From an optimization exercise on the open Yosys and OpenROAD flow, aimed at small area; shortcuts taken in it are not production practice.
The RTL was checked by simulation tests, not by an equivalence proof against the original design.

==> flow/design.v <==
module pxcode_lane (
    input  wire        clk,
    input  wire [15:0] dv,          
    input  wire [15:0] corr,        
    input  wire [8:0]  w,           
    output wire [9:0]  tab_addr,    
    input  wire [55:0] tab_q,       
    output reg  [13:0] code
);
    reg [15:0] s0_dv;
    reg [15:0] s0_corr;
    always @(posedge clk) begin
        s0_dv   <= dv;
        s0_corr <= corr;
    end
    wire [11:0] gain   = s0_corr[11:0];
    wire signed [3:0] offset = s0_corr[15:12];
    wire [27:0] prod     = s0_dv * gain;
    wire [17:0] scaled   = (prod + 28'd512) >> 10;               
    wire signed [19:0] withoff = $signed({2'b00, scaled}) + $signed({{14{offset[3]}}, offset, 2'b00});
    reg [15:0] corrected;
    always @(*) begin
        if (s0_dv == 16'd0)
            corrected = 16'd0;
        else if (withoff < 0)
            corrected = 16'd0;
        else if (withoff > 20'sd65535)
            corrected = 16'hFFFF;
        else
            corrected = withoff[15:0];
    end
    reg [15:0] s1_x;
    always @(posedge clk)
        s1_x <= corrected;
    wire [9:0] idx = (s1_x[15:6] == 10'd1023) ? 10'd1022 : s1_x[15:6];
    assign tab_addr = idx;
    reg [15:0] s2_x;
    reg [9:0]  s2_i;
    always @(posedge clk) begin
        s2_x <= s1_x;
        s2_i <= idx;
    end
    wire [13:0] lo0 = tab_q[13:0];
    wire [13:0] lo1 = tab_q[27:14];
    wire [13:0] hi0 = tab_q[41:28];
    wire [13:0] hi1 = tab_q[55:42];
    wire        last = (s2_i == 10'd1022);
    wire [15:0] p    = {s2_i, 6'b000000};
    wire [6:0]  frac = s2_x - p;
    wire [13:0] lo_val;
    wire [13:0] hi_val;
    pxcode_interp u_lo (.t0(lo0), .t1(lo1), .frac(frac), .last(last), .val(lo_val));
    pxcode_interp u_hi (.t0(hi0), .t1(hi1), .frac(frac), .last(last), .val(hi_val));
    reg [13:0] s3_lo;
    reg [13:0] s3_hi;
    always @(posedge clk) begin
        s3_lo <= lo_val;
        s3_hi <= hi_val;
    end
    wire [8:0]  wl    = 9'd256 - w;
    wire [22:0] blend = wl * s3_lo + w * s3_hi + 23'd128;
    always @(posedge clk)
        code <= blend[21:8];
endmodule
module pxcode_interp (
    input  wire [13:0] t0,
    input  wire [13:0] t1,
    input  wire [6:0]  frac,
    input  wire        last,
    output wire [13:0] val
);
    wire [13:0] diff = t1 - t0;                
    wire [20:0] prod = diff * frac;
    wire [20:0] q64  = (prod + 21'd32) >> 6;
    wire [20:0] q127 = (prod + 21'd63) / 21'd127;
    wire [20:0] step = last ? q127 : q64;
    assign val = t0 + step[13:0];
endmodule
module pxcode (
    input  wire         clk,
    input  wire         rst,            
    input  wire         frame_start,    
    input  wire [15:0]  t_led,          
    input  wire         in_valid,       
    input  wire [63:0]  in_dv,          
    input  wire [63:0]  in_corr,        
    output wire [39:0]  tab_addr,       
    output wire [1:0]   tab_lo,         
    output wire [1:0]   tab_hi,         
    input  wire [223:0] tab_q,          
    output wire         out_valid,
    output wire [55:0]  out_code,       
    output reg  [20:0]  worn_count
);
    localparam LATENCY = 5;
    reg [1:0] sel_lo;
    reg [1:0] sel_hi;
    reg [8:0] sel_w;
    wire signed [15:0] t = t_led;
    reg [1:0]  band;
    reg [15:0] t_base;
    reg [1:0]  nxt_lo;
    reg [1:0]  nxt_hi;
    reg [8:0]  nxt_w;
    wire [15:0] t_off = t - t_base;
    wire [19:0] w_num = {t_off[9:0], 8'd0} + 20'd320;
    wire [19:0] w_div = w_num / 20'd640;          
    always @(*) begin
        if (t < 16'sd960) begin
            band = 2'd0; t_base = 16'd320;
        end else if (t < 16'sd1600) begin
            band = 2'd1; t_base = 16'd960;
        end else begin
            band = 2'd2; t_base = 16'd1600;
        end
        if (t <= 16'sd320) begin
            nxt_lo = 2'd0; nxt_hi = 2'd0; nxt_w = 9'd0;
        end else if (t >= 16'sd2240) begin
            nxt_lo = 2'd3; nxt_hi = 2'd3; nxt_w = 9'd0;
        end else begin
            nxt_lo = band; nxt_hi = band + 2'd1; nxt_w = w_div[8:0];
        end
    end
    always @(posedge clk) begin
        if (frame_start) begin
            sel_lo <= nxt_lo;
            sel_hi <= nxt_hi;
            sel_w  <= nxt_w;
        end
    end
    assign tab_lo = sel_lo;
    assign tab_hi = sel_hi;
    genvar k;
    generate
        for (k = 0; k < 4; k = k + 1) begin : g_lane
            pxcode_lane u_lane (
                .clk      (clk),
                .dv       (in_dv[16*k +: 16]),
                .corr     (in_corr[16*k +: 16]),
                .w        (sel_w),
                .tab_addr (tab_addr[10*k +: 10]),
                .tab_q    (tab_q[56*k +: 56]),
                .code     (out_code[14*k +: 14])
            );
        end
    endgenerate
    reg [LATENCY-1:0] vpipe;
    always @(posedge clk) begin
        if (rst)
            vpipe <= {LATENCY{1'b0}};
        else
            vpipe <= {vpipe[LATENCY-2:0], in_valid};
    end
    assign out_valid = vpipe[LATENCY-1];
    wire [2:0] worn_now = (in_corr[11:0]  > 12'd1638) + (in_corr[27:16] > 12'd1638)
                        + (in_corr[43:32] > 12'd1638) + (in_corr[59:48] > 12'd1638);
    always @(posedge clk) begin
        if (rst || frame_start)
            worn_count <= 21'd0;
        else if (in_valid)
            worn_count <= worn_count + worn_now;
    end
endmodule
==> flow/run.sh <==
#!/bin/bash
# synth_recipe.tcl (not shown) runs the flow's synth.tcl, then flattens the netlist and writes it again
# the make line also repeats each setting of config.mk as NAME=value (left out here)
make -C /OpenROAD-flow-scripts/flow DESIGN_CONFIG=/design/flow/config.mk WORK_HOME=/design/flow/orfs CLKGATE_MAP_FILE= SYNTH_SCRIPT=/design/flow/synth_recipe.tcl finish
==> flow/config.mk <==
export PLATFORM = sky130hd
export DESIGN_NAME = pxcode
export DESIGN_NICKNAME = pxcode
export VERILOG_FILES = /design/flow/design.v
export SDC_FILE = /design/flow/constraint.sdc
export NUM_CORES = 4
export LEC_CHECK = 0
export CAP_MARGIN = 20
export CORE_MARGIN = 2
export CORE_UTILIZATION = 40
export SLEW_MARGIN = 20
==> flow/constraint.sdc <==
create_clock -name core_clock -period 30.0 [get_ports {clk}]
set_input_delay 6.0000 -clock core_clock [delete_from_list [all_inputs] [get_ports {clk}]]
set_output_delay 6.0000 -clock core_clock [all_outputs]
set_load 0.01 [all_outputs]
==> results.yml <==
status:
  run_status: "finished clean"
routing:
  drt_iter0_drc: 7261
  detail_route.first_pass.iterations: 8
  postRouteAntennaNets: 0
  detail_route.wl_per_cell_um: 17.9
  dr_total_vias: 115000
  via_per_inst: 5.45
  routed_wl_um: 378000
  drt_drc_violations_left: 0
finish:
  nNetsFinal: 20000
  n_fill_cell: 33600
  multi_input_area_mm2: 0.115
  drive_above_1_share: 0.0342
  final_core_util: 0.435
  area_growth_pct: 8.40
  fin_cells: 21100
  regArea_mm2: 0.00948
timing:
  relSlewSlack: 0.263
  finalSetupViolations: 0
  post-route-period-util: 0.896
  min_period_ps: 26870
  max_freq_mhz: 37.2
  fin_skew_ps: 80.1
  fin_tns_setup_ps: 0
  rsz0062_at_grt: "false"
  timing.final.hold_violations: 0
  worst_pin_slew_ps: 1100
  slew_viol_final: 0
job:
  cap_violations: 0
floorplan:
  row_count: 213
  core-area_mm2: 0.336
  io_pins: 494
  dieArea_mm2: 0.342
  fp.dieH_um: 585
  start_util: 0.401
  die_x_um: 585
cts:
  ctsResizeCount: 0
  cts_tree: "done"
  cts_setup_buffers: 0
  cts.path.max_buffers: 4
  cts_root_buffer: "clkbuf_16"
  clkTransAtPathRegs_ps: 80
  htree_levels: 3
  hold_buffers: 0
  cts.sinks: 467
  cts_buffers: 72
  clk_latency_ps: 820
setup_path:
  required_ps: 30710
  cp-start-kind: "primary input"
  crit_path_top_delay_cell: "o41ai_1"
  critPathMaxStageDelay_ps: 760
  path_buf_inv: 7
  crit_path_max_fanout: 15
  critical-path-top-delay-family: "compound AO/OA/AOI/OAI gates"
  cpMostUsedCell: "a21o_1"
  worstPathArrival_ps: 27580
  setup.worst_path.class: "primary input to register"
  end_kind: "register"
synthesis:
  synthTopCellsByArea: "fa_1 (28%), ha_1 (12%), dfxtp_1 (6.7%), inv_1 (6.2%), nand2_1 (5.4%)"
  netlist_area_mm2: 0.135
  synth-adder-area-share: 0.394
  syn_nets: 20000
  syn_area_per_cell_um2: 8.18
  syn_inst: 16500
  synth.most_common_cell: "inv_1"
  yosys_warnings: 2
  synth-compound-area-share: 0.160
  synth_edf_count: 13
  synth_top_family_by_area: "adder cells"
  synth_cell_types: 149
  synthSimpleGateAreaFrac: 0.221
  synth_seq_cells: 467
  yosysSeqAreaShare: 0.0703
  synth-xor-area-share: 0.0647
  synth_ff_type: "dfxtp_1"
  synth.area.mux_share: 0.00896
  synth_top_cell_by_area: "fa_1"
  synthTopCellsByCount: "inv_1 (2226), nand2_1 (1928), fa_1 (1864), ha_1 (1257), and2_1 (1117)"
  async_flop_share: 0
  synth_top_cell_area_share: 0.277
global_route:
  track_usage: 0.221
  grt_overflow: 0
  antenna_found_initial: 16
  grt_pass1_wl_um: 622000
  grt_max_degree: 59
  grt_pass1_vias: 115000
placed_design:
  place_congestion: 0.901
  dp_hpwl_um: 310000
  dp.cells: 20900
  port_buffers: 493
min_path:
  hold_path.class: "register to register"
-- final timing paths --
check	start	endpoint	slack, ps	cells after the start
worst max register to register	g_lane[0].u_lane.s2_i[0]	g_lane[0].u_lane.s3_hi[13]	10310	63
worst min-delay path	g_lane[1].u_lane.s1_x[3]	g_lane[1].u_lane.s2_x[3]	310	0
worst max-delay path	tab_q[169]	g_lane[3].u_lane.s3_lo[12]	3130	77
worst min register to register	g_lane[1].u_lane.s1_x[3]	g_lane[1].u_lane.s2_x[3]	310	0
-- per-stage QoR --
stage	hold WS (ps)	worst slack (ps)	instance area, um2
2_1_floorplan	310	6040	135000
3_3_place_gp	310	2730	144000
3_5_place_dp	312	2650	144000
4_1_cts	305	3450	146000
5_1_grt	319	1430	146000
6_report	307	3130	146000
-- kinds of logic (layout without fill, tap and decap cells) --
logic type / after synthesis / in the layout
multiplexers: 114 / 114
XOR/XNOR: 984 / 984
buffers and inverters: 2855 / 2927
adder cells (fa/ha/maj): 3130 / 3130
AND/OR/NAND/NOR: 5865 / 5865
flip-flops: 467 / 467
other: 0 / 7
AO/OA/AOI/OAI: 3070 / 3070
-- registers in the layout, summed over array words and instances (netlist names) --
signal / count
g_lane.u_lane.s2_i: 40
vpipe: 5
sel_w: 9
sel_lo: 2
worn_count: 21
g_lane.u_lane.s0_dv: 64
g_lane.u_lane.s0_corr: 64
g_lane.u_lane.s3_lo: 56
g_lane.u_lane.code: 56
g_lane.u_lane.s3_hi: 56
g_lane.u_lane.s2_x: 28
sel_hi: 2
g_lane.u_lane.s1_x: 64
-- cell type report --
class | instances | share of cell area
tap | 4515 | 0.0386
timing repair buffer | 575 | 0.0379
antenna | 7 | 0.000120
multi-input combinational | 13200 | 0.784
inverter | 2226 | 0.0572
sequential | 467 | 0.0648
clock buffer | 87 | 0.0135
clock inverter | 39 | 0.00362
-- per-layer routing --
metal | part of all wire | routed length [um] | vias to the layer above | global-route usage
met3 | 0.044 | 16700 | 425 | 0.0175
li1 | - | - | 55200 | -
met5 | 0 | 0 | - | 0
met2 | 0.46 | 174000 | 2550 | 0.365
met4 | 0.025 | 9320 | 0 | 0.0535
met1 | 0.47 | 177000 | 56700 | 0.314
-- placed cells by master, fill, tap and decap left out, drive strengths merged, types with 82 or more instances in the layout --
cell type         n
fa             1864
a31oi           150
ha             1257
o21bai          148
o21ai           481
xor2            324
buf              82
inv            2235
mux2i            82
nor2            844
nand3           286
o21a            214
dfxtp           454
nor4            146
or2             128
or3             106
o211ai          139
a21oi           623
a211oi          191
nand2          1933
and3            127
a21o            255
clkbuf           88
nor2b           230
nor3            369
and2           1126
clkdlybuf4s50   492
nand4           128
xnor2           655
nand2b          154

-- re-timing with driven ports --
Ports are ideal in the flow. The routed layout listed here was re-timed in OpenROAD.
Step 1, drivers: a clkbuf_16 drives clk and a buf_2 each remaining input, both assumed.
Step 2 adds t to the input delays and takes it off the output delays; t is the mean of the earliest and latest rising clock arrival at the registers after step 1. Input paths then give back, and output paths get back, about the clock's delay inside the block.
Three values: ideal, step 1, step 2; two values: the first two.
shift t [ns]: 0.873
setup slack, ns: 3.129 / 3.208 / 2.336
clock arrival spread, ns: 0.093 / 0.093
After both steps this run still meets setup and hold. For this run, drivers alone change the setup slack by +0.079 ns; drivers and shift together by -0.793 ns.
